Source: an optimization exercise on an open RTL-to-GDS flow (aim: small area and a short achievable clock period). Production flows keep margins and buffers that such runs may drop.
Function was not checked in any run shown here: the RTL went through the layout flow alone.

==> flow/design.v <==
module chk_unit (
    input  wire        clk,
    input  wire        rst,           
    input  wire        wr_cfg,        
    input  wire        wr_init,       
    input  wire        wr_value,      
    input  wire [31:0] wdata,
    input  wire        s_valid,
    input  wire [63:0] s_data,        
    input  wire [2:0]  s_nbm1,        
    input  wire        s_last,        
    input  wire        s_check,       
    output wire [1:0]  code,
    output wire [31:0] value,
    output wire [31:0] result,
    output wire        residue_ok,
    output wire [15:0] fail_cnt,
    output wire [15:0] refused_cnt
);
    function [31:0] width_mask(input [1:0] c);
        case (c)
            2'd0, 2'd1: width_mask = 32'hFFFF_FFFF;
            2'd2:       width_mask = 32'h0000_FFFF;
            default:    width_mask = 32'h0000_00FF;
        endcase
    endfunction
    function [31:0] init_value(input [1:0] c);
        case (c)
            2'd0, 2'd1: init_value = 32'hFFFF_FFFF;
            2'd2:       init_value = 32'h0000_FFFF;
            default:    init_value = 32'h0000_0000;
        endcase
    endfunction
    function [31:0] final_xor(input [1:0] c);
        case (c)
            2'd0, 2'd1: final_xor = 32'hFFFF_FFFF;
            2'd2:       final_xor = 32'h0000_FFFF;
            default:    final_xor = 32'h0000_0000;
        endcase
    endfunction
    function [31:0] residue(input [1:0] c);
        case (c)
            2'd0:    residue = 32'hDEBB_20E3;
            2'd1:    residue = 32'hB798_B438;
            2'd2:    residue = 32'h0000_F0B8;
            default: residue = 32'h0000_0000;
        endcase
    endfunction
    reg [1:0]  code_q;
    reg [31:0] value_q;
    reg [15:0] fail_q;
    reg [15:0] refused_q;
    reg        chk_q;         
    wire [63:0] z    = s_data ^ {32'd0, value_q};
    wire [2:0]  sh   = ~s_nbm1;
    reg  [63:0] y;
    integer k, s;
    always @* begin
        y = 64'd0;
        for (k = 0; k < 8; k = k + 1)
            for (s = 0; s <= k; s = s + 1)
                if (sh == s)
                    y[8*k +: 8] = y[8*k +: 8] | z[8*(k-s) +: 8];
    end
    wire [23:0] y_hi = value_q[31:8] >> {s_nbm1[1:0], 3'b000};
    wire [31:0] y_tail = (s_nbm1[2] || s_nbm1 == 3'd3) ? 32'd0 : {8'd0, y_hi};
    wire t64 = y[11] ^ y[55];
    wire t65 = y[12] ^ y[13];
    wire t66 = y[9] ^ y[38];
    wire t67 = y[10] ^ y[39];
    wire t68 = y[3] ^ y[8];
    wire t69 = y[4] ^ y[32];
    wire t70 = y[15] ^ y[37];
    wire t71 = y[5] ^ y[34];
    wire t72 = y[6] ^ y[35];
    wire t73 = y[7] ^ y[36];
    wire t74 = y[47] ^ y[54];
    wire t75 = y[2] ^ y[40];
    wire t76 = y[0] ^ y[57];
    wire t77 = y[14] ^ y[43];
    wire t78 = y[16] ^ y[63];
    wire t79 = y[21] ^ y[41];
    wire t80 = y[31] ^ y[53];
    wire t81 = y[42] ^ y[58];
    wire t82 = y[18] ^ y[33];
    wire t83 = y[1] ^ y[45];
    wire t84 = y[22] ^ y[52];
    wire t85 = y[23] ^ y[30];
    wire t86 = y[24] ^ y[44];
    wire t87 = y[25] ^ y[62];
    wire t88 = y[26] ^ y[46];
    wire t89 = y[28] ^ y[50];
    wire t90 = y[20] ^ y[49];
    wire t91 = y[51] ^ y[59];
    wire t92 = y[56] ^ y[60];
    wire t93 = y[17] ^ y[29];
    wire t94 = y[19] ^ y[48];
    wire t95 = y[27] ^ t69;
    wire t96 = y[61] ^ t65;
    wire t97 = y[12] ^ t64;
    wire t98 = t66 ^ t72;
    wire t99 = t68 ^ t70;
    wire t100 = t71 ^ t75;
    wire t101 = y[14] ^ t67;
    wire t102 = t74 ^ t78;
    wire t103 = y[1] ^ y[37];
    wire t104 = y[4] ^ t73;
    wire t105 = t79 ^ t83;
    wire t106 = y[11] ^ y[50];
    wire t107 = y[16] ^ y[36];
    wire t108 = y[31] ^ y[61];
    wire t109 = y[13] ^ t86;
    wire t110 = y[38] ^ t76;
    wire t111 = y[48] ^ t93;
    wire t112 = y[52] ^ t77;
    wire t113 = t80 ^ t84;
    wire t114 = y[17] ^ y[33];
    wire t115 = y[22] ^ y[39];
    wire t116 = y[23] ^ y[29];
    wire t117 = y[34] ^ y[59];
    wire t118 = y[35] ^ y[49];
    wire t119 = y[7] ^ t85;
    wire t120 = y[21] ^ t81;
    wire t121 = y[45] ^ t87;
    wire t122 = y[56] ^ t82;
    wire t123 = t65 ^ t92;
    wire t124 = y[62] ^ t96;
    wire t125 = y[3] ^ y[18];
    wire t126 = y[10] ^ y[57];
    wire t127 = y[25] ^ y[32];
    wire t128 = y[27] ^ y[58];
    wire t129 = y[41] ^ y[44];
    wire t130 = y[2] ^ t76;
    wire t131 = y[5] ^ t88;
    wire t132 = y[15] ^ t75;
    wire t133 = y[30] ^ t91;
    wire t134 = y[42] ^ t72;
    wire t135 = y[43] ^ t84;
    wire t136 = t64 ^ t68;
    wire t137 = t67 ^ t89;
    wire t138 = t73 ^ t90;
    wire t139 = y[8] ^ t97;
    wire t140 = t66 ^ t95;
    wire t141 = y[19] ^ y[26];
    wire t142 = y[20] ^ y[40];
    wire t143 = y[34] ^ y[54];
    wire t144 = y[0] ^ t74;
    wire t145 = y[28] ^ t70;
    wire t146 = y[32] ^ t107;
    wire t147 = y[51] ^ t81;
    wire t148 = t64 ^ t80;
    wire t149 = t71 ^ t82;
    wire t150 = y[5] ^ y[60];
    wire t151 = y[9] ^ y[53];
    wire t152 = y[17] ^ y[35];
    wire t153 = y[18] ^ y[63];
    wire t154 = y[22] ^ y[46];
    wire t155 = y[24] ^ y[54];
    wire t156 = y[40] ^ y[42];
    wire t157 = y[41] ^ y[49];
    wire t158 = y[6] ^ t78;
    wire t159 = y[15] ^ t94;
    wire t160 = y[38] ^ t77;
    wire t161 = y[46] ^ t79;
    wire t162 = y[47] ^ t78;
    wire t163 = t91 ^ t114;
    wire t164 = t90 ^ t100;
    wire t165 = y[0] ^ y[31];
    wire t166 = y[1] ^ y[3];
    wire t167 = y[6] ^ y[8];
    wire t168 = y[7] ^ y[24];
    wire t169 = y[10] ^ y[30];
    wire t170 = y[11] ^ y[12];
    wire t171 = y[11] ^ y[36];
    wire t172 = y[14] ^ y[55];
    wire t173 = y[19] ^ y[56];
    wire t174 = y[24] ^ y[33];
    wire t175 = y[27] ^ y[29];
    wire t176 = y[28] ^ y[47];
    wire t177 = y[32] ^ y[53];
    wire t178 = y[39] ^ y[55];
    wire t179 = y[60] ^ y[61];
    wire t180 = y[2] ^ t88;
    wire t181 = y[13] ^ t67;
    wire t182 = y[26] ^ t86;
    wire t183 = y[27] ^ t66;
    wire t184 = y[51] ^ t127;
    wire t185 = y[58] ^ t94;
    wire t186 = t68 ^ t103;
    wire t187 = t71 ^ t89;
    wire t188 = t81 ^ t92;
    wire t189 = t85 ^ t93;
    wire t190 = y[52] ^ t101;
    wire t191 = t77 ^ t104;
    wire t192 = t88 ^ t148;
    wire t193 = t91 ^ t102;
    wire t194 = t98 ^ t99;
    wire t195 = t109 ^ t118;
    wire t196 = t121 ^ t128;
    wire t197 = y[1] ^ y[23];
    wire t198 = y[4] ^ y[34];
    wire t199 = y[6] ^ y[57];
    wire t200 = y[8] ^ y[62];
    wire t201 = y[16] ^ y[61];
    wire t202 = y[20] ^ y[41];
    wire t203 = y[25] ^ y[41];
    wire t204 = y[40] ^ y[54];
    wire t205 = y[43] ^ y[59];
    wire t206 = y[48] ^ y[54];
    wire t207 = y[0] ^ t83;
    wire t208 = y[1] ^ t82;
    wire t209 = y[6] ^ t83;
    wire t210 = y[7] ^ t108;
    wire t211 = y[9] ^ t69;
    wire t212 = y[15] ^ t106;
    wire t213 = y[16] ^ t68;
    wire t214 = y[19] ^ t84;
    wire t215 = y[19] ^ t115;
    wire t216 = y[30] ^ t157;
    wire t217 = y[36] ^ t88;
    wire t218 = y[37] ^ t177;
    wire t219 = y[55] ^ t126;
    wire t220 = y[56] ^ t94;
    wire t221 = y[57] ^ t87;
    wire t222 = y[62] ^ t169;
    wire t223 = y[63] ^ t79;
    wire t224 = t81 ^ t89;
    wire t225 = t87 ^ t116;
    wire t226 = t125 ^ t142;
    wire t227 = y[11] ^ t119;
    wire t228 = y[13] ^ t147;
    wire t229 = y[18] ^ t99;
    wire t230 = y[31] ^ t163;
    wire t231 = y[44] ^ t112;
    wire t232 = y[47] ^ t136;
    wire t233 = y[53] ^ t105;
    wire t234 = y[60] ^ t132;
    wire t235 = y[63] ^ t95;
    wire t236 = t67 ^ t104;
    wire t237 = t69 ^ t110;
    wire t238 = t71 ^ t134;
    wire t239 = t74 ^ t133;
    wire t240 = t77 ^ t130;
    wire t241 = t95 ^ t98;
    wire t242 = t101 ^ t116;
    wire t243 = t110 ^ t161;
    wire t244 = t113 ^ t131;
    wire t245 = t117 ^ t135;
    wire t246 = t122 ^ t145;
    wire t247 = t158 ^ t159;
    wire t248 = t74 ^ t139;
    wire t249 = t85 ^ t140;
    wire t250 = y[3] ^ y[46];
    wire t251 = y[7] ^ y[12];
    wire t252 = y[8] ^ y[25];
    wire t253 = y[9] ^ y[46];
    wire t254 = y[10] ^ y[33];
    wire t255 = y[14] ^ y[39];
    wire t256 = y[17] ^ y[58];
    wire t257 = y[18] ^ y[29];
    wire t258 = y[24] ^ y[26];
    wire t259 = y[26] ^ y[40];
    wire t260 = y[28] ^ y[52];
    wire t261 = y[30] ^ y[51];
    wire t262 = y[33] ^ y[49];
    wire t263 = y[34] ^ y[62];
    wire t264 = y[35] ^ y[39];
    wire t265 = y[35] ^ y[42];
    wire t266 = y[38] ^ y[59];
    wire t267 = y[42] ^ y[51];
    wire t268 = y[44] ^ y[47];
    wire t269 = y[44] ^ y[61];
    wire t270 = y[52] ^ y[55];
    wire t271 = y[57] ^ y[59];
    wire t272 = y[0] ^ t80;
    wire t273 = y[4] ^ t92;
    wire t274 = y[5] ^ t70;
    wire t275 = y[14] ^ t90;
    wire t276 = y[16] ^ t81;
    wire t277 = y[20] ^ t129;
    wire t278 = y[20] ^ t165;
    wire t279 = y[21] ^ t156;
    wire t280 = y[22] ^ t151;
    wire t281 = y[23] ^ t67;
    wire t282 = y[23] ^ t93;
    wire t283 = y[29] ^ t66;
    wire t284 = y[30] ^ t143;
    wire t285 = y[31] ^ t66;
    wire t286 = y[32] ^ t80;
    wire t287 = y[33] ^ t141;
    wire t288 = y[36] ^ t90;
    wire t289 = y[37] ^ t76;
    wire t290 = y[38] ^ t64;
    wire t291 = y[41] ^ t167;
    wire t292 = y[43] ^ t94;
    wire t293 = y[44] ^ t171;
    wire t294 = y[45] ^ t73;
    wire t295 = y[45] ^ t179;
    wire t296 = y[48] ^ t198;
    wire t297 = y[50] ^ t85;
    wire t298 = y[50] ^ t152;
    wire t299 = y[50] ^ t172;
    wire t300 = y[59] ^ t94;
    wire t301 = y[60] ^ t78;
    wire t302 = t64 ^ t91;
    wire t303 = t64 ^ t107;
    wire t304 = t65 ^ t72;
    wire t305 = t65 ^ t89;
    wire t306 = t65 ^ t174;
    wire t307 = t65 ^ t200;
    wire t308 = t69 ^ t75;
    wire t309 = t70 ^ t178;
    wire t310 = t72 ^ t103;
    wire t311 = t73 ^ t89;
    wire t312 = t73 ^ t92;
    wire t313 = t76 ^ t83;
    wire t314 = t76 ^ t93;
    wire t315 = t82 ^ t92;
    wire t316 = t85 ^ t178;
    wire t317 = t87 ^ t108;
    wire t318 = t103 ^ t168;
    wire t319 = t103 ^ t202;
    wire t320 = t106 ^ t154;
    wire t321 = t117 ^ t125;
    wire t322 = y[0] ^ t98;
    wire t323 = y[4] ^ t120;
    wire t324 = y[5] ^ t212;
    wire t325 = y[10] ^ t121;
    wire t326 = y[16] ^ t113;
    wire t327 = y[18] ^ t138;
    wire t328 = y[21] ^ t186;
    wire t329 = y[26] ^ t111;
    wire t330 = y[27] ^ t180;
    wire t331 = y[35] ^ t102;
    wire t332 = y[38] ^ t132;
    wire t333 = y[42] ^ t113;
    wire t334 = y[48] ^ t100;
    wire t335 = y[49] ^ t131;
    wire t336 = y[51] ^ t149;
    wire t337 = y[53] ^ t188;
    wire t338 = y[55] ^ t96;
    wire t339 = y[58] ^ t105;
    wire t340 = y[63] ^ t123;
    wire t341 = t79 ^ t96;
    wire t342 = t79 ^ t97;
    wire t343 = t80 ^ t183;
    wire t344 = t83 ^ t119;
    wire t345 = t86 ^ t208;
    wire t346 = t89 ^ t162;
    wire t347 = t96 ^ t151;
    wire t348 = t97 ^ t203;
    wire t349 = t100 ^ t137;
    wire t350 = t102 ^ t111;
    wire t351 = t102 ^ t184;
    wire t352 = t104 ^ t105;
    wire t353 = t105 ^ t138;
    wire t354 = t108 ^ t121;
    wire t355 = t110 ^ t257;
    wire t356 = t111 ^ t153;
    wire t357 = t112 ^ t122;
    wire t358 = t112 ^ t123;
    wire t359 = t120 ^ t266;
    wire t360 = t123 ^ t146;
    wire t361 = t129 ^ t159;
    wire t362 = t133 ^ t155;
    wire t363 = t135 ^ t149;
    wire t364 = t144 ^ t160;
    wire t365 = t175 ^ t293;
    wire t366 = t185 ^ t225;
    wire t367 = t222 ^ t270;
    wire t368 = y[17] ^ t237;
    wire t369 = t70 ^ t164;
    wire t370 = t80 ^ t195;
    wire t371 = t87 ^ t192;
    wire t372 = t88 ^ t124;
    wire t373 = t90 ^ t124;
    wire t374 = t120 ^ t193;
    wire t375 = t124 ^ t130;
    wire t376 = t128 ^ t243;
    wire t377 = t139 ^ t182;
    wire t378 = t139 ^ t231;
    wire t379 = t140 ^ t152;
    wire t380 = t146 ^ t196;
    wire t381 = t166 ^ t190;
    wire t382 = t191 ^ t228;
    wire t383 = t194 ^ t308;
    wire t384 = t230 ^ t318;
    wire t385 = t236 ^ t279;
    wire t386 = t240 ^ t323;
    wire t387 = t297 ^ t352;
    wire t388 = t86 ^ t249;
    wire t389 = t173 ^ t248;
    wire t390 = t114 ^ t142;
    wire t391 = t185 ^ t284;
    wire t392 = t303 ^ t390;
    wire t393 = t241 ^ t391;
    wire t394 = t392 ^ t381;
    wire t395 = t393 ^ t394;
    wire t396 = y[59] ^ t152;
    wire t397 = t272 ^ t396;
    wire t398 = t164 ^ t236;
    wire t399 = t246 ^ t342;
    wire t400 = t397 ^ t398;
    wire t401 = t399 ^ t400;
    wire t402 = y[19] ^ y[22];
    wire t403 = t79 ^ t106;
    wire t404 = t204 ^ t402;
    wire t405 = t186 ^ t403;
    wire t406 = t404 ^ t238;
    wire t407 = t355 ^ t360;
    wire t408 = t405 ^ t406;
    wire t409 = t407 ^ t408;
    wire t410 = t85 ^ t114;
    wire t411 = t98 ^ t130;
    wire t412 = t147 ^ t215;
    wire t413 = t319 ^ t410;
    wire t414 = t191 ^ t338;
    wire t415 = t411 ^ t412;
    wire t416 = t413 ^ t414;
    wire t417 = t415 ^ t416;
    wire t418 = y[56] ^ y[62];
    wire t419 = t67 ^ t73;
    wire t420 = t197 ^ t418;
    wire t421 = t100 ^ t109;
    wire t422 = t112 ^ t278;
    wire t423 = t419 ^ t420;
    wire t424 = t229 ^ t359;
    wire t425 = t421 ^ t422;
    wire t426 = t423 ^ t424;
    wire t427 = t425 ^ t426;
    wire t428 = y[11] ^ y[25];
    wire t429 = t77 ^ t86;
    wire t430 = t271 ^ t428;
    wire t431 = t215 ^ t301;
    wire t432 = t429 ^ t430;
    wire t433 = t233 ^ t431;
    wire t434 = t432 ^ t383;
    wire t435 = t433 ^ t434;
    wire t436 = y[14] ^ t84;
    wire t437 = t127 ^ t179;
    wire t438 = t97 ^ t436;
    wire t439 = t437 ^ t238;
    wire t440 = t330 ^ t344;
    wire t441 = t361 ^ t438;
    wire t442 = t439 ^ t440;
    wire t443 = t441 ^ t442;
    wire t444 = y[15] ^ y[23];
    wire t445 = y[43] ^ y[45];
    wire t446 = y[56] ^ t174;
    wire t447 = t176 ^ t444;
    wire t448 = t445 ^ t134;
    wire t449 = t138 ^ t213;
    wire t450 = t272 ^ t446;
    wire t451 = t447 ^ t124;
    wire t452 = t330 ^ t448;
    wire t453 = t449 ^ t450;
    wire t454 = t451 ^ t452;
    wire t455 = t453 ^ t454;
    wire t456 = y[34] ^ t77;
    wire t457 = t253 ^ t95;
    wire t458 = t109 ^ t221;
    wire t459 = t311 ^ t456;
    wire t460 = t328 ^ t350;
    wire t461 = t457 ^ t458;
    wire t462 = t459 ^ t460;
    wire t463 = t461 ^ t462;
    wire t464 = y[28] ^ y[39];
    wire t465 = t84 ^ t141;
    wire t466 = t464 ^ t209;
    wire t467 = t465 ^ t164;
    wire t468 = t229 ^ t351;
    wire t469 = t365 ^ t466;
    wire t470 = t467 ^ t468;
    wire t471 = t469 ^ t470;
    wire t472 = t143 ^ t170;
    wire t473 = t180 ^ t218;
    wire t474 = t311 ^ t472;
    wire t475 = t242 ^ t339;
    wire t476 = t473 ^ t474;
    wire t477 = t475 ^ t476;
    wire t478 = t75 ^ t154;
    wire t479 = t175 ^ t265;
    wire t480 = t99 ^ t290;
    wire t481 = t306 ^ t478;
    wire t482 = t479 ^ t239;
    wire t483 = t480 ^ t481;
    wire t484 = t482 ^ t483;
    wire t485 = y[3] ^ t107;
    wire t486 = t176 ^ t203;
    wire t487 = t285 ^ t296;
    wire t488 = t316 ^ t485;
    wire t489 = t486 ^ t358;
    wire t490 = t487 ^ t488;
    wire t491 = t489 ^ t490;
    wire t492 = y[56] ^ y[57];
    wire t493 = y[61] ^ t69;
    wire t494 = t156 ^ t492;
    wire t495 = t101 ^ t274;
    wire t496 = t493 ^ t494;
    wire t497 = t329 ^ t495;
    wire t498 = t496 ^ t370;
    wire t499 = t497 ^ t498;
    wire t500 = t82 ^ t199;
    wire t501 = t204 ^ t160;
    wire t502 = t216 ^ t500;
    wire t503 = t324 ^ t501;
    wire t504 = t502 ^ t380;
    wire t505 = t503 ^ t504;
    wire t506 = y[19] ^ y[34];
    wire t507 = t88 ^ t129;
    wire t508 = t251 ^ t506;
    wire t509 = t158 ^ t224;
    wire t510 = t309 ^ t507;
    wire t511 = t508 ^ t230;
    wire t512 = t509 ^ t510;
    wire t513 = t511 ^ t512;
    wire t514 = y[9] ^ y[29];
    wire t515 = t82 ^ t94;
    wire t516 = t514 ^ t136;
    wire t517 = t181 ^ t188;
    wire t518 = t209 ^ t515;
    wire t519 = t191 ^ t239;
    wire t520 = t516 ^ t517;
    wire t521 = t518 ^ t519;
    wire t522 = t520 ^ t521;
    wire t523 = t76 ^ t169;
    wire t524 = t253 ^ t210;
    wire t525 = t273 ^ t300;
    wire t526 = t523 ^ t524;
    wire t527 = t525 ^ t369;
    wire t528 = t378 ^ t526;
    wire t529 = t527 ^ t528;
    wire t530 = t92 ^ t126;
    wire t531 = t268 ^ t98;
    wire t532 = t213 ^ t286;
    wire t533 = t530 ^ t324;
    wire t534 = t339 ^ t531;
    wire t535 = t532 ^ t373;
    wire t536 = t533 ^ t534;
    wire t537 = t535 ^ t536;
    wire t538 = t206 ^ t101;
    wire t539 = t120 ^ t158;
    wire t540 = t163 ^ t211;
    wire t541 = t294 ^ t320;
    wire t542 = t538 ^ t539;
    wire t543 = t540 ^ t541;
    wire t544 = t375 ^ t542;
    wire t545 = t543 ^ t544;
    wire t546 = y[46] ^ t70;
    wire t547 = t85 ^ t115;
    wire t548 = t150 ^ t292;
    wire t549 = t307 ^ t546;
    wire t550 = t547 ^ t193;
    wire t551 = t241 ^ t327;
    wire t552 = t548 ^ t549;
    wire t553 = t550 ^ t551;
    wire t554 = t552 ^ t553;
    wire t555 = y[58] ^ y[60];
    wire t556 = t108 ^ t555;
    wire t557 = t144 ^ t187;
    wire t558 = t556 ^ t195;
    wire t559 = t227 ^ t235;
    wire t560 = t328 ^ t557;
    wire t561 = t558 ^ t559;
    wire t562 = t560 ^ t561;
    wire t563 = y[20] ^ t93;
    wire t564 = t108 ^ t170;
    wire t565 = t213 ^ t214;
    wire t566 = t563 ^ t564;
    wire t567 = t196 ^ t349;
    wire t568 = t362 ^ t565;
    wire t569 = t566 ^ t567;
    wire t570 = t568 ^ t569;
    wire t571 = y[0] ^ y[60];
    wire t572 = t91 ^ t260;
    wire t573 = t571 ^ t189;
    wire t574 = t211 ^ t223;
    wire t575 = t226 ^ t304;
    wire t576 = t572 ^ t573;
    wire t577 = t574 ^ t575;
    wire t578 = t371 ^ t576;
    wire t579 = t577 ^ t578;
    wire t580 = t71 ^ t115;
    wire t581 = t168 ^ t98;
    wire t582 = t148 ^ t162;
    wire t583 = t188 ^ t226;
    wire t584 = t580 ^ t329;
    wire t585 = t341 ^ t581;
    wire t586 = t582 ^ t583;
    wire t587 = t584 ^ t585;
    wire t588 = t586 ^ t587;
    wire t589 = y[7] ^ t66;
    wire t590 = t90 ^ t197;
    wire t591 = t122 ^ t136;
    wire t592 = t221 ^ t276;
    wire t593 = t589 ^ t590;
    wire t594 = t245 ^ t341;
    wire t595 = t591 ^ t592;
    wire t596 = t593 ^ t594;
    wire t597 = t595 ^ t596;
    wire t598 = t86 ^ t117;
    wire t599 = t141 ^ t200;
    wire t600 = t280 ^ t281;
    wire t601 = t298 ^ t598;
    wire t602 = t599 ^ t340;
    wire t603 = t600 ^ t601;
    wire t604 = t386 ^ t602;
    wire t605 = t603 ^ t604;
    wire t606 = y[25] ^ t91;
    wire t607 = t109 ^ t295;
    wire t608 = t316 ^ t606;
    wire t609 = t247 ^ t363;
    wire t610 = t607 ^ t608;
    wire t611 = t368 ^ t609;
    wire t612 = t610 ^ t611;
    wire t613 = y[61] ^ t125;
    wire t614 = t206 ^ t148;
    wire t615 = t312 ^ t613;
    wire t616 = t325 ^ t335;
    wire t617 = t614 ^ t615;
    wire t618 = t616 ^ t617;
    wire t619 = t388 ^ t618;
    wire t620 = y[37] ^ t174;
    wire t621 = t199 ^ t137;
    wire t622 = t620 ^ t235;
    wire t623 = t335 ^ t354;
    wire t624 = t621 ^ t622;
    wire t625 = t623 ^ t389;
    wire t626 = t624 ^ t625;
    wire t627 = t87 ^ t173;
    wire t628 = t261 ^ t104;
    wire t629 = t131 ^ t305;
    wire t630 = t314 ^ t627;
    wire t631 = t331 ^ t628;
    wire t632 = t629 ^ t630;
    wire t633 = t381 ^ t631;
    wire t634 = t632 ^ t633;
    wire t635 = t141 ^ t99;
    wire t636 = t130 ^ t181;
    wire t637 = t283 ^ t286;
    wire t638 = t331 ^ t336;
    wire t639 = t635 ^ t636;
    wire t640 = t637 ^ t638;
    wire t641 = t639 ^ t640;
    wire t642 = y[2] ^ y[37];
    wire t643 = t92 ^ t93;
    wire t644 = t176 ^ t642;
    wire t645 = t181 ^ t300;
    wire t646 = t303 ^ t643;
    wire t647 = t644 ^ t363;
    wire t648 = t645 ^ t646;
    wire t649 = t376 ^ t647;
    wire t650 = t648 ^ t649;
    wire t651 = y[40] ^ t94;
    wire t652 = t115 ^ t170;
    wire t653 = t176 ^ t269;
    wire t654 = t110 ^ t189;
    wire t655 = t275 ^ t310;
    wire t656 = t321 ^ t651;
    wire t657 = t652 ^ t653;
    wire t658 = t337 ^ t654;
    wire t659 = t655 ^ t656;
    wire t660 = t657 ^ t658;
    wire t661 = t659 ^ t660;
    wire t662 = y[31] ^ t155;
    wire t663 = t205 ^ t264;
    wire t664 = t185 ^ t662;
    wire t665 = t663 ^ t234;
    wire t666 = t355 ^ t664;
    wire t667 = t373 ^ t387;
    wire t668 = t665 ^ t666;
    wire t669 = t667 ^ t668;
    wire t670 = y[32] ^ t75;
    wire t671 = t78 ^ t81;
    wire t672 = t150 ^ t109;
    wire t673 = t133 ^ t161;
    wire t674 = t186 ^ t215;
    wire t675 = t288 ^ t299;
    wire t676 = t317 ^ t670;
    wire t677 = t671 ^ t672;
    wire t678 = t673 ^ t674;
    wire t679 = t675 ^ t676;
    wire t680 = t677 ^ t678;
    wire t681 = t679 ^ t680;
    wire t682 = y[9] ^ y[57];
    wire t683 = t64 ^ t682;
    wire t684 = t95 ^ t187;
    wire t685 = t217 ^ t226;
    wire t686 = t683 ^ t228;
    wire t687 = t242 ^ t247;
    wire t688 = t354 ^ t684;
    wire t689 = t685 ^ t686;
    wire t690 = t687 ^ t688;
    wire t691 = t689 ^ t690;
    wire t692 = y[48] ^ t115;
    wire t693 = t153 ^ t172;
    wire t694 = t258 ^ t261;
    wire t695 = t263 ^ t138;
    wire t696 = t304 ^ t692;
    wire t697 = t693 ^ t694;
    wire t698 = t234 ^ t237;
    wire t699 = t695 ^ t696;
    wire t700 = t697 ^ t698;
    wire t701 = t699 ^ t700;
    wire t702 = y[25] ^ t89;
    wire t703 = t117 ^ t118;
    wire t704 = t126 ^ t154;
    wire t705 = t197 ^ t160;
    wire t706 = t210 ^ t702;
    wire t707 = t703 ^ t704;
    wire t708 = t232 ^ t234;
    wire t709 = t356 ^ t705;
    wire t710 = t706 ^ t707;
    wire t711 = t708 ^ t709;
    wire t712 = t710 ^ t711;
    wire t713 = y[21] ^ t118;
    wire t714 = t99 ^ t135;
    wire t715 = t163 ^ t187;
    wire t716 = t219 ^ t713;
    wire t717 = t714 ^ t715;
    wire t718 = t716 ^ t372;
    wire t719 = t717 ^ t388;
    wire t720 = t718 ^ t719;
    wire t721 = t171 ^ t109;
    wire t722 = t113 ^ t273;
    wire t723 = t196 ^ t242;
    wire t724 = t322 ^ t336;
    wire t725 = t346 ^ t721;
    wire t726 = t722 ^ t723;
    wire t727 = t724 ^ t725;
    wire t728 = t726 ^ t727;
    wire t729 = y[22] ^ t72;
    wire t730 = t128 ^ t258;
    wire t731 = t119 ^ t132;
    wire t732 = t160 ^ t315;
    wire t733 = t729 ^ t730;
    wire t734 = t233 ^ t338;
    wire t735 = t351 ^ t731;
    wire t736 = t732 ^ t733;
    wire t737 = t734 ^ t735;
    wire t738 = t736 ^ t737;
    wire t739 = y[10] ^ y[11];
    wire t740 = t150 ^ t739;
    wire t741 = t120 ^ t182;
    wire t742 = t210 ^ t225;
    wire t743 = t740 ^ t229;
    wire t744 = t364 ^ t741;
    wire t745 = t742 ^ t743;
    wire t746 = t744 ^ t745;
    wire t747 = y[30] ^ y[61];
    wire t748 = t87 ^ t115;
    wire t749 = t205 ^ t747;
    wire t750 = t207 ^ t748;
    wire t751 = t749 ^ t140;
    wire t752 = t247 ^ t750;
    wire t753 = t377 ^ t751;
    wire t754 = t752 ^ t753;
    wire t755 = t153 ^ t259;
    wire t756 = t268 ^ t97;
    wire t757 = t285 ^ t289;
    wire t758 = t755 ^ t245;
    wire t759 = t353 ^ t366;
    wire t760 = t756 ^ t757;
    wire t761 = t758 ^ t759;
    wire t762 = t760 ^ t761;
    wire t763 = y[43] ^ y[52];
    wire t764 = t177 ^ t265;
    wire t765 = t763 ^ t149;
    wire t766 = t189 ^ t288;
    wire t767 = t313 ^ t764;
    wire t768 = t346 ^ t765;
    wire t769 = t766 ^ t767;
    wire t770 = t377 ^ t768;
    wire t771 = t769 ^ t770;
    wire t772 = t86 ^ t150;
    wire t773 = t98 ^ t137;
    wire t774 = t313 ^ t772;
    wire t775 = t239 ^ t326;
    wire t776 = t348 ^ t773;
    wire t777 = t774 ^ t775;
    wire t778 = t776 ^ t777;
    wire t779 = y[52] ^ y[54];
    wire t780 = t75 ^ t127;
    wire t781 = t779 ^ t96;
    wire t782 = t111 ^ t147;
    wire t783 = t209 ^ t281;
    wire t784 = t312 ^ t780;
    wire t785 = t192 ^ t781;
    wire t786 = t782 ^ t783;
    wire t787 = t784 ^ t785;
    wire t788 = t786 ^ t787;
    wire t789 = y[27] ^ t74;
    wire t790 = t75 ^ t168;
    wire t791 = t271 ^ t136;
    wire t792 = t216 ^ t218;
    wire t793 = t789 ^ t790;
    wire t794 = t357 ^ t791;
    wire t795 = t792 ^ t793;
    wire t796 = t372 ^ t794;
    wire t797 = t795 ^ t796;
    wire t798 = y[33] ^ t68;
    wire t799 = t74 ^ t172;
    wire t800 = t198 ^ t221;
    wire t801 = t224 ^ t798;
    wire t802 = t799 ^ t340;
    wire t803 = t343 ^ t361;
    wire t804 = t800 ^ t801;
    wire t805 = t802 ^ t803;
    wire t806 = t804 ^ t805;
    wire t807 = t70 ^ t82;
    wire t808 = t171 ^ t267;
    wire t809 = t144 ^ t180;
    wire t810 = t214 ^ t223;
    wire t811 = t275 ^ t295;
    wire t812 = t807 ^ t808;
    wire t813 = t809 ^ t810;
    wire t814 = t811 ^ t812;
    wire t815 = t379 ^ t813;
    wire t816 = t814 ^ t815;
    wire t817 = y[59] ^ t166;
    wire t818 = t202 ^ t212;
    wire t819 = t282 ^ t817;
    wire t820 = t337 ^ t818;
    wire t821 = t819 ^ t375;
    wire t822 = t820 ^ t821;
    wire t823 = y[1] ^ t125;
    wire t824 = t301 ^ t823;
    wire t825 = t124 ^ t362;
    wire t826 = t824 ^ t386;
    wire t827 = t825 ^ t826;
    wire t828 = t166 ^ t101;
    wire t829 = t162 ^ t296;
    wire t830 = t317 ^ t243;
    wire t831 = t246 ^ t365;
    wire t832 = t828 ^ t829;
    wire t833 = t830 ^ t831;
    wire t834 = t832 ^ t833;
    wire t835 = y[15] ^ t82;
    wire t836 = t118 ^ t156;
    wire t837 = t205 ^ t105;
    wire t838 = t123 ^ t217;
    wire t839 = t835 ^ t836;
    wire t840 = t235 ^ t367;
    wire t841 = t837 ^ t838;
    wire t842 = t839 ^ t840;
    wire t843 = t841 ^ t842;
    wire t844 = y[50] ^ y[55];
    wire t845 = t80 ^ t269;
    wire t846 = t844 ^ t845;
    wire t847 = t190 ^ t356;
    wire t848 = t359 ^ t846;
    wire t849 = t847 ^ t848;
    wire t850 = y[13] ^ y[45];
    wire t851 = y[51] ^ y[53];
    wire t852 = t74 ^ t262;
    wire t853 = t850 ^ t851;
    wire t854 = t100 ^ t111;
    wire t855 = t145 ^ t146;
    wire t856 = t852 ^ t853;
    wire t857 = t367 ^ t854;
    wire t858 = t855 ^ t856;
    wire t859 = t376 ^ t857;
    wire t860 = t858 ^ t859;
    wire t861 = t117 ^ t250;
    wire t862 = t255 ^ t113;
    wire t863 = t122 ^ t216;
    wire t864 = t224 ^ t290;
    wire t865 = t310 ^ t861;
    wire t866 = t350 ^ t862;
    wire t867 = t863 ^ t864;
    wire t868 = t865 ^ t866;
    wire t869 = t867 ^ t868;
    wire t870 = t118 ^ t204;
    wire t871 = t254 ^ t95;
    wire t872 = t147 ^ t161;
    wire t873 = t274 ^ t305;
    wire t874 = t870 ^ t227;
    wire t875 = t326 ^ t871;
    wire t876 = t872 ^ t873;
    wire t877 = t874 ^ t875;
    wire t878 = t876 ^ t877;
    wire t879 = t146 ^ t187;
    wire t880 = t282 ^ t291;
    wire t881 = t302 ^ t306;
    wire t882 = t333 ^ t364;
    wire t883 = t879 ^ t880;
    wire t884 = t881 ^ t882;
    wire t885 = t883 ^ t884;
    wire t886 = t143 ^ t151;
    wire t887 = t111 ^ t119;
    wire t888 = t134 ^ t184;
    wire t889 = t309 ^ t886;
    wire t890 = t345 ^ t358;
    wire t891 = t887 ^ t888;
    wire t892 = t889 ^ t890;
    wire t893 = t891 ^ t892;
    wire t894 = t141 ^ t201;
    wire t895 = t252 ^ t219;
    wire t896 = t284 ^ t294;
    wire t897 = t894 ^ t332;
    wire t898 = t357 ^ t895;
    wire t899 = t896 ^ t370;
    wire t900 = t897 ^ t898;
    wire t901 = t899 ^ t900;
    wire t902 = y[9] ^ t76;
    wire t903 = t143 ^ t173;
    wire t904 = t255 ^ t99;
    wire t905 = t277 ^ t298;
    wire t906 = t902 ^ t903;
    wire t907 = t192 ^ t904;
    wire t908 = t905 ^ t906;
    wire t909 = t380 ^ t907;
    wire t910 = t908 ^ t909;
    wire t911 = y[12] ^ t83;
    wire t912 = t142 ^ t217;
    wire t913 = t219 ^ t911;
    wire t914 = t246 ^ t912;
    wire t915 = t913 ^ t374;
    wire t916 = t379 ^ t914;
    wire t917 = t915 ^ t916;
    wire t918 = y[44] ^ t70;
    wire t919 = t167 ^ t207;
    wire t920 = t283 ^ t918;
    wire t921 = t333 ^ t360;
    wire t922 = t919 ^ t920;
    wire t923 = t921 ^ t922;
    wire t924 = y[46] ^ y[54];
    wire t925 = t66 ^ t114;
    wire t926 = t201 ^ t924;
    wire t927 = t181 ^ t218;
    wire t928 = t925 ^ t926;
    wire t929 = t240 ^ t344;
    wire t930 = t927 ^ t928;
    wire t931 = t929 ^ t930;
    wire t932 = y[31] ^ y[46];
    wire t933 = t256 ^ t263;
    wire t934 = t932 ^ t101;
    wire t935 = t136 ^ t144;
    wire t936 = t933 ^ t332;
    wire t937 = t345 ^ t934;
    wire t938 = t935 ^ t936;
    wire t939 = t937 ^ t938;
    wire t940 = t264 ^ t132;
    wire t941 = t162 ^ t207;
    wire t942 = t211 ^ t220;
    wire t943 = t321 ^ t348;
    wire t944 = t940 ^ t941;
    wire t945 = t942 ^ t943;
    wire t946 = t944 ^ t945;
    wire t947 = y[45] ^ t90;
    wire t948 = t94 ^ t129;
    wire t949 = t254 ^ t314;
    wire t950 = t947 ^ t948;
    wire t951 = t244 ^ t949;
    wire t952 = t950 ^ t383;
    wire t953 = t951 ^ t952;
    wire t954 = y[6] ^ t67;
    wire t955 = t106 ^ t250;
    wire t956 = t138 ^ t144;
    wire t957 = t149 ^ t276;
    wire t958 = t954 ^ t955;
    wire t959 = t233 ^ t956;
    wire t960 = t957 ^ t958;
    wire t961 = t249 ^ t959;
    wire t962 = t960 ^ t961;
    wire t963 = y[4] ^ y[21];
    wire t964 = t154 ^ t963;
    wire t965 = t134 ^ t292;
    wire t966 = t964 ^ t349;
    wire t967 = t965 ^ t248;
    wire t968 = t384 ^ t966;
    wire t969 = t967 ^ t968;
    wire t970 = t116 ^ t129;
    wire t971 = t123 ^ t135;
    wire t972 = t184 ^ t970;
    wire t973 = t232 ^ t322;
    wire t974 = t327 ^ t334;
    wire t975 = t971 ^ t972;
    wire t976 = t973 ^ t974;
    wire t977 = t975 ^ t976;
    wire t978 = t68 ^ t262;
    wire t979 = t134 ^ t182;
    wire t980 = t220 ^ t289;
    wire t981 = t978 ^ t190;
    wire t982 = t347 ^ t979;
    wire t983 = t980 ^ t387;
    wire t984 = t981 ^ t982;
    wire t985 = t983 ^ t984;
    wire t986 = y[8] ^ t83;
    wire t987 = t87 ^ t126;
    wire t988 = t155 ^ t320;
    wire t989 = t986 ^ t987;
    wire t990 = t343 ^ t988;
    wire t991 = t989 ^ t369;
    wire t992 = t382 ^ t990;
    wire t993 = t991 ^ t992;
    wire t994 = y[2] ^ y[23];
    wire t995 = y[58] ^ t127;
    wire t996 = t994 ^ t131;
    wire t997 = t137 ^ t995;
    wire t998 = t193 ^ t194;
    wire t999 = t231 ^ t342;
    wire t1000 = t996 ^ t997;
    wire t1001 = t998 ^ t999;
    wire t1002 = t1000 ^ t1001;
    wire t1003 = y[48] ^ t67;
    wire t1004 = t259 ^ t95;
    wire t1005 = t1003 ^ t232;
    wire t1006 = t1004 ^ t384;
    wire t1007 = t1005 ^ t1006;
    wire t1008 = t157 ^ t170;
    wire t1009 = t252 ^ t260;
    wire t1010 = t315 ^ t1008;
    wire t1011 = t1009 ^ t140;
    wire t1012 = t334 ^ t1010;
    wire t1013 = t1011 ^ t1012;
    wire t1014 = y[3] ^ y[29];
    wire t1015 = y[57] ^ t157;
    wire t1016 = t1014 ^ t137;
    wire t1017 = t287 ^ t1015;
    wire t1018 = t238 ^ t347;
    wire t1019 = t1016 ^ t1017;
    wire t1020 = t1018 ^ t1019;
    wire t1021 = t72 ^ t106;
    wire t1022 = t142 ^ t143;
    wire t1023 = t175 ^ t222;
    wire t1024 = t1021 ^ t1022;
    wire t1025 = t1023 ^ t1024;
    wire t1026 = t382 ^ t1025;
    wire t1027 = y[5] ^ y[35];
    wire t1028 = t73 ^ t165;
    wire t1029 = t1027 ^ t133;
    wire t1030 = t145 ^ t223;
    wire t1031 = t1028 ^ t1029;
    wire t1032 = t1030 ^ t378;
    wire t1033 = t1031 ^ t1032;
    wire t1034 = y[26] ^ y[45];
    wire t1035 = t165 ^ t1034;
    wire t1036 = t102 ^ t112;
    wire t1037 = t183 ^ t220;
    wire t1038 = t307 ^ t1035;
    wire t1039 = t1036 ^ t1037;
    wire t1040 = t1038 ^ t385;
    wire t1041 = t1039 ^ t1040;
    wire t1042 = y[62] ^ t86;
    wire t1043 = t156 ^ t145;
    wire t1044 = t1042 ^ t244;
    wire t1045 = t353 ^ t1043;
    wire t1046 = t368 ^ t1044;
    wire t1047 = t1045 ^ t389;
    wire t1048 = t1046 ^ t1047;
    wire t1049 = y[2] ^ t69;
    wire t1050 = t73 ^ t126;
    wire t1051 = t167 ^ t122;
    wire t1052 = t299 ^ t319;
    wire t1053 = t1049 ^ t1050;
    wire t1054 = t244 ^ t366;
    wire t1055 = t1051 ^ t1052;
    wire t1056 = t1053 ^ t1054;
    wire t1057 = t1055 ^ t1056;
    wire t1058 = y[53] ^ t199;
    wire t1059 = t99 ^ t183;
    wire t1060 = t287 ^ t1058;
    wire t1061 = t164 ^ t227;
    wire t1062 = t1059 ^ t1060;
    wire t1063 = t374 ^ t1061;
    wire t1064 = t1062 ^ t1063;
    wire t1065 = y[55] ^ y[60];
    wire t1066 = t68 ^ t79;
    wire t1067 = t206 ^ t251;
    wire t1068 = t256 ^ t1065;
    wire t1069 = t137 ^ t278;
    wire t1070 = t1066 ^ t1067;
    wire t1071 = t1068 ^ t241;
    wire t1072 = t245 ^ t1069;
    wire t1073 = t1070 ^ t1071;
    wire t1074 = t1072 ^ t1073;
    wire t1075 = y[28] ^ t116;
    wire t1076 = t150 ^ t201;
    wire t1077 = t208 ^ t280;
    wire t1078 = t302 ^ t1075;
    wire t1079 = t1076 ^ t195;
    wire t1080 = t1077 ^ t1078;
    wire t1081 = t385 ^ t1079;
    wire t1082 = t1080 ^ t1081;
    wire t1083 = y[12] ^ y[36];
    wire t1084 = y[37] ^ t77;
    wire t1085 = t106 ^ t155;
    wire t1086 = t179 ^ t1083;
    wire t1087 = t100 ^ t189;
    wire t1088 = t214 ^ t291;
    wire t1089 = t1084 ^ t1085;
    wire t1090 = t1086 ^ t325;
    wire t1091 = t1087 ^ t1088;
    wire t1092 = t1089 ^ t1090;
    wire t1093 = t1091 ^ t1092;
    wire t1094 = t153 ^ t267;
    wire t1095 = t96 ^ t119;
    wire t1096 = t277 ^ t1094;
    wire t1097 = t194 ^ t1095;
    wire t1098 = t1096 ^ t371;
    wire t1099 = t1097 ^ t1098;
    wire [31:0] w0 = {t641, t634, t626, t619, t612, t605, t597, t588, t579, t570, t562, t554, t545, t537, t529, t522, t513, t505, t499, t491, t484, t477, t471, t463, t455, t443, t435, t427, t417, t409, t401, t395};
    wire [31:0] w1 = {t917, t910, t901, t893, t885, t878, t869, t860, t849, t843, t834, t827, t822, t816, t806, t797, t788, t778, t771, t762, t754, t746, t738, t728, t720, t712, t701, t691, t681, t669, t661, t650};
    wire [15:0] w2 = {t1033, t1026, t1020, t1013, t1007, t1002, t993, t985, t977, t969, t962, t953, t946, t939, t931, t923};
    wire [7:0] w3 = {t1099, t1093, t1082, t1074, t1064, t1057, t1048, t1041};
    reg [31:0] crc;
    always @* begin
        case (code_q)
            2'd0:    crc = w0;
            2'd1:    crc = w1;
            2'd2:    crc = {16'd0, w2};
            default: crc = {24'd0, w3};
        endcase
    end
    wire [31:0] beat_value = crc ^ y_tail;
    reg [1:0]  ctl_code;
    reg [31:0] ctl_value;
    always @* begin
        ctl_code  = code_q;
        ctl_value = value_q;
        if (wr_cfg) begin
            ctl_code  = wdata[1:0];
            ctl_value = value_q & width_mask(wdata[1:0]);
        end
        if (wr_init)
            ctl_value = init_value(ctl_code);
        if (wr_value)
            ctl_value = wdata & width_mask(ctl_code);
    end
    wire [1:0]  n_writes = {1'b0, wr_cfg} + {1'b0, wr_init} + {1'b0, wr_value};
    wire [16:0] ref_sum  = {1'b0, refused_q} + {15'd0, n_writes};
    wire        eq0 = (value_q == 32'hDEBB_20E3);
    wire        eq1 = (value_q == 32'hB798_B438);
    wire        eq2 = (value_q[15:0] == 16'hF0B8);
    wire        eq3 = (value_q[7:0] == 8'h00);
    reg         rok;
    always @* begin
        case (code_q)
            2'd0:    rok = eq0;
            2'd1:    rok = eq1;
            2'd2:    rok = eq2;
            default: rok = eq3;
        endcase
    end
    wire [15:0] fail_now = (chk_q && !rok && fail_q != 16'hFFFF) ? fail_q + 16'd1 : fail_q;
    always @(posedge clk) begin
        if (rst) begin
            code_q    <= 2'd1;
            value_q   <= 32'd0;
            fail_q    <= 16'd0;
            refused_q <= 16'd0;
            chk_q     <= 1'b0;
        end else begin
            fail_q <= fail_now;
            chk_q  <= s_valid & s_last & s_check;
            if (s_valid) begin
                value_q   <= beat_value;
                refused_q <= ref_sum[16] ? 16'hFFFF : ref_sum[15:0];
            end else begin
                code_q  <= ctl_code;
                value_q <= ctl_value;
            end
        end
    end
    assign code        = code_q;
    assign value       = value_q;
    assign result      = {~(value_q[31:16] | {16{code_q[1]}}),
                          ~(value_q[15:8] | {8{code_q == 2'd3}}),
                          value_q[7:0] ^ {8{code_q != 2'd3}}};
    assign residue_ok  = rok;
    assign fail_cnt    = fail_now;
    assign refused_cnt = refused_q;
endmodule
==> flow/flow/run.sh <==
#!/bin/bash
# Standard layout (the standard.sh) with these changes:
#  - no three-input XOR cells (two XOR2 are smaller than one XOR3 here);
#  - ports buffered with the smallest buffer instead of a delay buffer;
#  - the timing repair aims for more setup slack than the design's margin.
set -euo pipefail
cat >> config.mk <<'EOC'
export DONT_USE_CELLS = sky130_fd_sc_hd__xor3_1 sky130_fd_sc_hd__xor3_2 sky130_fd_sc_hd__xor3_4 sky130_fd_sc_hd__xnor3_1 sky130_fd_sc_hd__xnor3_2 sky130_fd_sc_hd__xnor3_4
export BUFFER_PORTS_ARGS = -buffer_cell sky130_fd_sc_hd__buf_1
EOC
bash standard.sh SETUP_SLACK_MARGIN=${MARGIN:-15} finish > standard.log 2>&1
==> flow/standard.sh <==
#!/bin/bash
# synth_recipe.tcl (not shown) runs the flow's synth.tcl, then flattens the netlist and writes it again
# the make line also repeats each setting of config.mk as NAME=value (left out here)
make -C /OpenROAD-flow-scripts/flow DESIGN_CONFIG=/design/flow/config.mk WORK_HOME=/design/flow/orfs CLKGATE_MAP_FILE= SYNTH_SCRIPT=/design/flow/synth_recipe.tcl "${@:-finish}"
==> flow/config.mk <==
export PLATFORM = sky130hd
export DESIGN_NAME = chk_unit
export DESIGN_NICKNAME = chk_unit
export VERILOG_FILES = /design/flow/design.v
export SDC_FILE = /design/flow/constraint.sdc
export NUM_CORES = 4
export LEC_CHECK = 0
export CAP_MARGIN = 20
export CORE_MARGIN = 2
export CORE_UTILIZATION = 55
export SETUP_SLACK_MARGIN = 2
export SLEW_MARGIN = 20
export DONT_USE_CELLS = sky130_fd_sc_hd__xor3_1 sky130_fd_sc_hd__xor3_2 sky130_fd_sc_hd__xor3_4 sky130_fd_sc_hd__xnor3_1 sky130_fd_sc_hd__xnor3_2 sky130_fd_sc_hd__xnor3_4
export BUFFER_PORTS_ARGS = -buffer_cell sky130_fd_sc_hd__buf_1
==> flow/constraint.sdc <==
create_clock -name core_clock -period 25.0 [get_ports {clk}]
set_input_delay 5.0000 -clock core_clock [delete_from_list [all_inputs] [get_ports {clk}]]
set_output_delay 5.0000 -clock core_clock [all_outputs]
set_load 0.01 [all_outputs]
==> results of run 1 <==
## layout make-up
class	instances	area share, %
flip-flops and latches	67	7.12
inverters	9	0.179
well taps	396	2.63
clock buffers	9	1.19
repair buffers	266	6.60
clock inverters	7	0.405
multi-input cells	1814	81.9
## metrics by stage
stage	utilization [%]	hold slack, ps	instance area (um2)	setup slack [ps]
2_1_floorplan	-	528	17200	16620
3_3_place_gp	60.0	501	18500	14430
3_5_place_dp	60.1	518	18500	14480
4_1_cts	61.1	530	18800	14950
5_1_grt	61.3	579	18800	15000
6_report	61.3	539	18800	14830
## routing by layer
metal  wire length [um]  part of all wire (%)
met5                  0                     0
met4               8250                   9.7
met3              12600                    15
met2              33900                    40
met1              30200                    36
## cells in the mapped netlist (12+ instances only)
library cell,count
o22ai_1,97
nor3_4,13
clkbuf_1,52
nor2b_1,22
xnor2_1,823
nor3_1,13
xnor2_2,58
nand3_1,17
buf_2,28
o21ai_0,22
xnor2_4,17
a211oi_1,20
mux2i_1,55
o211ai_1,12
a21oi_1,70
dfxtp_1,67
nor2_1,118
buf_4,14
nand2_1,72
xor2_1,192
## timing repair
item                       4_1_cts  5_1_grt
resized for setup                2        6
setup endpoints to repair        5       11
buffers inserted                 0        1
pin swaps                        0        1
## layout by cell type, fill, tap and decap left out, drive strengths merged, types with 4 or more instances in the layout
| master | n |
|---|---|
| xnor2 | 898 |
| buf | 263 |
| xor2 | 204 |
| nor2 | 133 |
| o22ai | 107 |
| nand2 | 72 |
| a21oi | 70 |
| dfxtp | 67 |
| mux2i | 57 |
| a211oi | 32 |
| nor3 | 28 |
| o21ai | 26 |
| nor2b | 22 |
| nand3 | 18 |
| o211ai | 13 |
| clkbuf | 12 |
| inv | 11 |
| nand4 | 9 |
| a221oi | 9 |
| nand3b | 9 |
| and3 | 8 |
| or3 | 7 |
| o2bb2ai | 7 |
| nand2b | 6 |
| a31oi | 6 |
| a22oi | 6 |
| o31ai | 5 |
| and2 | 5 |
| or2 | 5 |
| nor4 | 4 |
| a21o | 4 |
| mux2 | 4 |
| ha | 4 |
| o221ai | 4 |
## flip-flops by register name (all words and copies together), names as in the netlist
| register | count |
|---|---|
| refused_q | 16 |
| code_q | 2 |
| fail_q | 16 |
| value_q | 32 |
| chk_q | 1 |
## worst max-delay path, stage by stage
cell      delay (ps)
clkbuf_2          80
buf_4            540
or3b_1           640
o22ai_1          240
nor3_4           770
xnor2_2          320
xnor2_1          260
xnor2_1          600
xnor2_1          340
xnor2_1          660
o32a_1           300
o211ai_1         250
xor2_1           240
o22ai_1          170
## worst paths after layout
check / end / slack [ps] / depth (start not counted)
worst min register to register: refused_q[12] / 540 / 2
worst min-delay path: refused_q[12] / 540 / 2
worst max register to register: value_q[1] / 19280 / 12
worst max-delay path: value_q[1] / 14830 / 14
## kinds of logic after synthesis
family	share of synthesized area [%]
and+or+nand+nor	10.6
AOI/OAI and AO/OA	12.8
xor gates and xnor gates	61.1
buffers and inverters	3.27
muxes	3.98
adders and majority gates	0.522
DFF	7.78
==> impl_metrics.ini, run 1 <==
[worst_setup_path]
timing.critical_path.to_type = flip-flop
worstReg2RegStart = value_q[10]
cp-start-kind = input pin
timing_worst_setup_path_type = input pin to flip-flop
timing.critical_path.arrival_ps = 10430
cp_data_required_time_ps = 25260
timing.critical_path.fanout_max = 40
worst_setup_path_startpoint = s_nbm1[2]

[grt]
globalRouteTotalUtil_pct = 50.7
number_of_antenna_violations_at_the_first_check_in_global_routing = 0
grt-busiest-layer = met2
grtUsageMet3_pct = 17.5
grt_pass1_wl_mm = 118
first_global_vias = 15962
grt.overflow.total = 0
pin_count_of_the_biggest_net_entering_global_routing = 68
global_route.usage.met2_pct = 73.6
met1_usage_pct = 61.4

[synthesis]
async_reset_ff_share_pct = 0
yosys_warnings = 1
synth_flop_cell = dfxtp_1
synth.top_cell.area_share_pct = 41.8
synth.avg_cell_area_um2 = 8.64
yosys.area.top_type = xnor2_1
main_area_contributors_after_synthesis = xnor2_1 (42%), xor2_1 (9.8%), dfxtp_1 (7.8%), xnor2_2 (5.5%), o22ai_1 (3.5%)
syn-num-nets = 2109
synth-edff-count = 0
postSynthCellCount = 1996
number_of_different_library_cells_in_the_post_synthesis_netlist = 79
synth_area_um2 = 17200
yosys_register_bits = 67
register_area_share_after_synthesis_pct = 7.78

[layout]
area_delta_synth_final_pct = 9.30
multi_input_area_um2 = 15400
stdcell_count = 2568
regArea_um2 = 1340
nNetsFinal = 2280
insertedDiodeCount = 0
final.fill_count = 2728
post_route_cells_drive_above_1_share_pct = 11.7

[route]
dr_total_vias = 16822
route.final.wire_length_mm = 85.0
detailedRoute.firstPassIterationCount = 7
drt.antenna.violating_nets = 0
via_per_inst = 6.55
route.detailed.wl_per_inst_um = 33.1
number_of_drc_markers_in_iteration_0 = 2680
remaining_drc_errors = 0

[job]
drv.max_cap_violation_count = 0

[sta]
unrepaired_setup_endpoints_after_global_routing = false
final-setup-viol-count = 0
finalMaxSlewViolations = 0
maxSlewHeadroom_pct = 12.5
achievable-frequency_mhz = 98.3
post-route-period-util_pct = 40.7
fin_crit_ps = 10170
final.setup_skew_ps = 9.12
timing_hold_violations_final = 0
setup_total_neg_slack_ps = 0
worst_slew_pin_slew_ps = 1300

[floorplanning]
core_area_um2 = 30700
io-pin-count = 206
dieWidth_um = 181
fp-row-count = 64
die_h_um = 181
initial_core_utilization_pct = 56.1
die_area_um2 = 32800

[clocking]
post_cts_hold_buffer_count = 0
cts-root-to-sink-buffers = 2
cts_tree = yes
number_of_clock_sinks = 67
path_clk_slew_ps = 60
numCtsBuffers = 9
clock-root-buffer = clkbuf_16
worstSkewPairLatency_ps = 340
htree_levels = 3

[place]
dp.cells = 2551
detailedPlacementHpwl_mm = 67.4
port_buffers = 205
finalWeightedCongestion = 1.15

[worst_hold_path]
min_path_type = flip-flop to flip-flop
min_from = refused_q[12]

[status]
status = timing/DRC/antenna clean
==> run 2, diff against run 1 <==
--- a/flow/config.mk
+++ b/flow/config.mk
@@ -7,7 +7,7 @@
 export LEC_CHECK = 0
 export CAP_MARGIN = 20
 export CORE_MARGIN = 2
-export CORE_UTILIZATION = 55
+export CORE_UTILIZATION = 62
 export SETUP_SLACK_MARGIN = 2
 export SLEW_MARGIN = 20
 export DONT_USE_CELLS = sky130_fd_sc_hd__xor3_1 sky130_fd_sc_hd__xor3_2 sky130_fd_sc_hd__xor3_4 sky130_fd_sc_hd__xnor3_1 sky130_fd_sc_hd__xnor3_2 sky130_fd_sc_hd__xnor3_4
==> run 2 against run 1 <==
Compared with the run above: still clean on timing, DRC and antenna; cell area down 0.12%; cell count down 0.90%; utilization up 7.0 points; clock skew down 1.2 ps; sequential share of layout area about the same; critical endpoint is now value_q[6].
==> impl_metrics.ini, run 2 <==
[status]
status = timing/DRC/antenna clean

[synthesis]
synth_flop_cell = dfxtp_1
synth-edff-count = 0
main_area_contributors_after_synthesis = xnor2_1 (42%), xor2_1 (9.8%), dfxtp_1 (7.8%), xnor2_2 (5.5%), o22ai_1 (3.5%)
postSynthCellCount = 1996
register_area_share_after_synthesis_pct = 7.78
yosys_register_bits = 67
number_of_different_library_cells_in_the_post_synthesis_netlist = 79
yosys_warnings = 1
synth.avg_cell_area_um2 = 8.64
syn-num-nets = 2109
synth_area_um2 = 17200
synth_commonest_cells = xnor2_1 (823), xor2_1 (192), nor2_1 (118), o22ai_1 (97), nand2_1 (72)
most_frequently_used_cell_type_in_the_post_synthesis_netlist = xnor2_1
synth.top_cell.area_share_pct = 41.8
async_reset_ff_share_pct = 0
yosys.area.top_type = xnor2_1

[layout]
most-common-layout-cells = xnor2_1 (819), buf_1 (201), xor2_1 (192), nor2_1 (118), o22ai_1 (97)
post_route_cells_drive_above_1_share_pct = 11.4
most_common_library_cell_in_the_layout_ignoring_fill_and_taps = xnor2_1
largestRegisters = value_q: 32 flops, fail_q: 16 flops, refused_q: 16 flops
regMostFlops = value_q
area_delta_synth_final_pct = 9.17
largest_register_ffs = 32
nNetsFinal = 2273
final.fill_count = 2317
final_core_util_pct = 68.3

[clocking]
clock-root-buffer = clkbuf_16
cts_tree = yes
worstSkewPairLatency_ps = 340
cts-root-to-sink-buffers = 2
post_cts_hold_buffer_count = 0
numCtsBuffers = 9
path_clk_slew_ps = 60
number_of_clock_sinks = 67
htree_levels = 3

[worst_setup_path]
timing.critical_path.fanout_max = 40
r2r.worst_path.cells = 13
timing.critical_path.arrival_ps = 10300
timing.critical_path.to_type = flip-flop
cp_data_required_time_ps = 25240
cp-start-kind = input pin
timing_worst_setup_path_type = input pin to flip-flop

[worst_hold_path]
min_path_type = flip-flop to flip-flop
holdPathStages = 2

[grt]
pin_count_of_the_biggest_net_entering_global_routing = 68
grt.overflow.total = 0
number_of_antenna_violations_at_the_first_check_in_global_routing = 0
first_global_vias = 15744
grt_pass1_wl_mm = 112
globalRouteTotalUtil_pct = 54.4

[sta]
timing_hold_violations_final = 0
worst_slew_pin_slew_ps = 1280
setup_total_neg_slack_ps = 0
post-route-period-util_pct = 40.3
achievable-frequency_mhz = 99.4
fin_crit_ps = 10060
finalMaxSlewViolations = 0
final.setup_skew_ps = 7.89
maxSlewHeadroom_pct = 14.3
unrepaired_setup_endpoints_after_global_routing = false
final-setup-viol-count = 0

[floorplanning]
dieWidth_um = 171
initial_core_utilization_pct = 62.6
io-pin-count = 206
core_area_um2 = 27600
fp-row-count = 61
die_h_um = 171
die_area_um2 = 29200

[place]
finalWeightedCongestion = 1.29
detailedPlacementHpwl_mm = 62.9
port_buffers = 205

[route]
drt.antenna.violating_nets = 0
via_per_inst = 6.73
route.detailed.wl_per_inst_um = 31.5
dr_total_vias = 17130
remaining_drc_errors = 0
route.final.wire_length_mm = 80.3
number_of_drc_markers_in_iteration_0 = 3144
detailedRoute.firstPassIterationCount = 9

[job]
drv.max_cap_violation_count = 0
run 2: per-stage QoR:
step	worst slack, ps	hold WS (ps)	area [um2]	instances
2_1_floorplan	16620	528	17200	1996
3_3_place_gp	14260	499	18300	2520
3_5_place_dp	14190	526	18400	2521
4_1_cts	15020	536	18700	2537
5_1_grt	15030	567	18800	2543
6_report	14940	528	18800	2545
run 2: per-layer routing:
metal  GRT usage [%]  share of wire (%)  routed length [um]  up-vias
met4            39.7                9.6                7700        2
met5            2.78               0.13                 105        -
li1                -                  -                   -     6982
met1            63.2                 34               27500     7856
met3            26.0                 17               13500      543
met2            77.5                 39               31500     1747
run 2: what timing repair did:
| action | in CTS | in global routing |
|---|---|---|
| buffers inserted | 0 | 6 |
| setup endpoints to repair | 9 | 18 |
| gates resized for setup | 4 | 8 |
| pin swaps | 0 | 2 |
run 2: critical path, stage by stage:
cell and delay (ps):
clkbuf_2 70, buf_4 520, or3b_2 790, o22ai_1 310, nor3_2 70, buf_4 230, xnor2_1 840, xnor2_1 260
xnor2_1 640, xnor2_1 190, xnor2_1 170, xnor2_1 140, mux4_2 590, xnor2_1 180, a211oi_1 250
run 2: worst paths after layout:
| path | from | endpoint | slack [ps] |
|---|---|---|---|
| setup / recovery | s_nbm1[2] | value_q[6] | 14940 |
| hold / removal | refused_q[12] | refused_q[12] | 530 |
| setup reg to reg | value_q[10] | value_q[14] | 19570 |
| hold reg to reg | refused_q[12] | refused_q[12] | 530 |
run 2: cell families after synthesis:
group                      after synthesis  synth area share, %
AOI/OAI and AO/OA                      305                 12.8
xor gates and xnor gates              1102                 61.1
buffers and inverters                  115                 3.27
muxes                                   63                 3.98
DFF                                     67                 7.78
and+or+nand+nor                        338                 10.6
adders and majority gates                6                0.522
run 2: layout make-up:
class | count | area (um2) | share of cell area [%]
Clock inverter | 4 | 98.8 | 0.525
Multi-Input combinational cell | 1814 | 15400 | 82.1
Clock buffer | 12 | 236 | 1.26
Inverter | 9 | 33.8 | 0.179
Antenna cell | 2 | 5.00 | 0.0266
Timing Repair Buffer | 259 | 1190 | 6.31
Sequential cell | 67 | 1340 | 7.13
Tap cell | 378 | 473 | 2.51

==> static timing again, ports no longer ideal <==
How much do the figures lean on ideal ports? The routed layouts below were timed once more, with nothing changed but the port constraints.
Step 1, drivers: a clkbuf_16 drives clk and a buf_2 each remaining input, both assumed.
Step 2 adds t to the input delays and takes it off the output delays; t is the mean of the earliest and latest rising clock arrival at the registers after step 1. Input paths then give back, and output paths get back, about the clock's delay inside the block.
Three values: no drivers, after step 1, after step 2; two values: the first two.
run | t (ns) | slack for setup (ns) | hold slack, ns | worst setup path at the end
run 1 | 0.378 | 14.826 / 14.839 / 14.461 | 0.539 / 0.539 / 0.539 | input to register
run 2 | 0.376 | 14.937 / 14.955 / 14.579 | 0.528 / 0.528 / 0.528 | input to register
After both steps setup and hold are still met in every run listed. The setup slack of run 1, which loses most, moves by +0.013 ns with the drivers and by -0.365 ns with both steps.
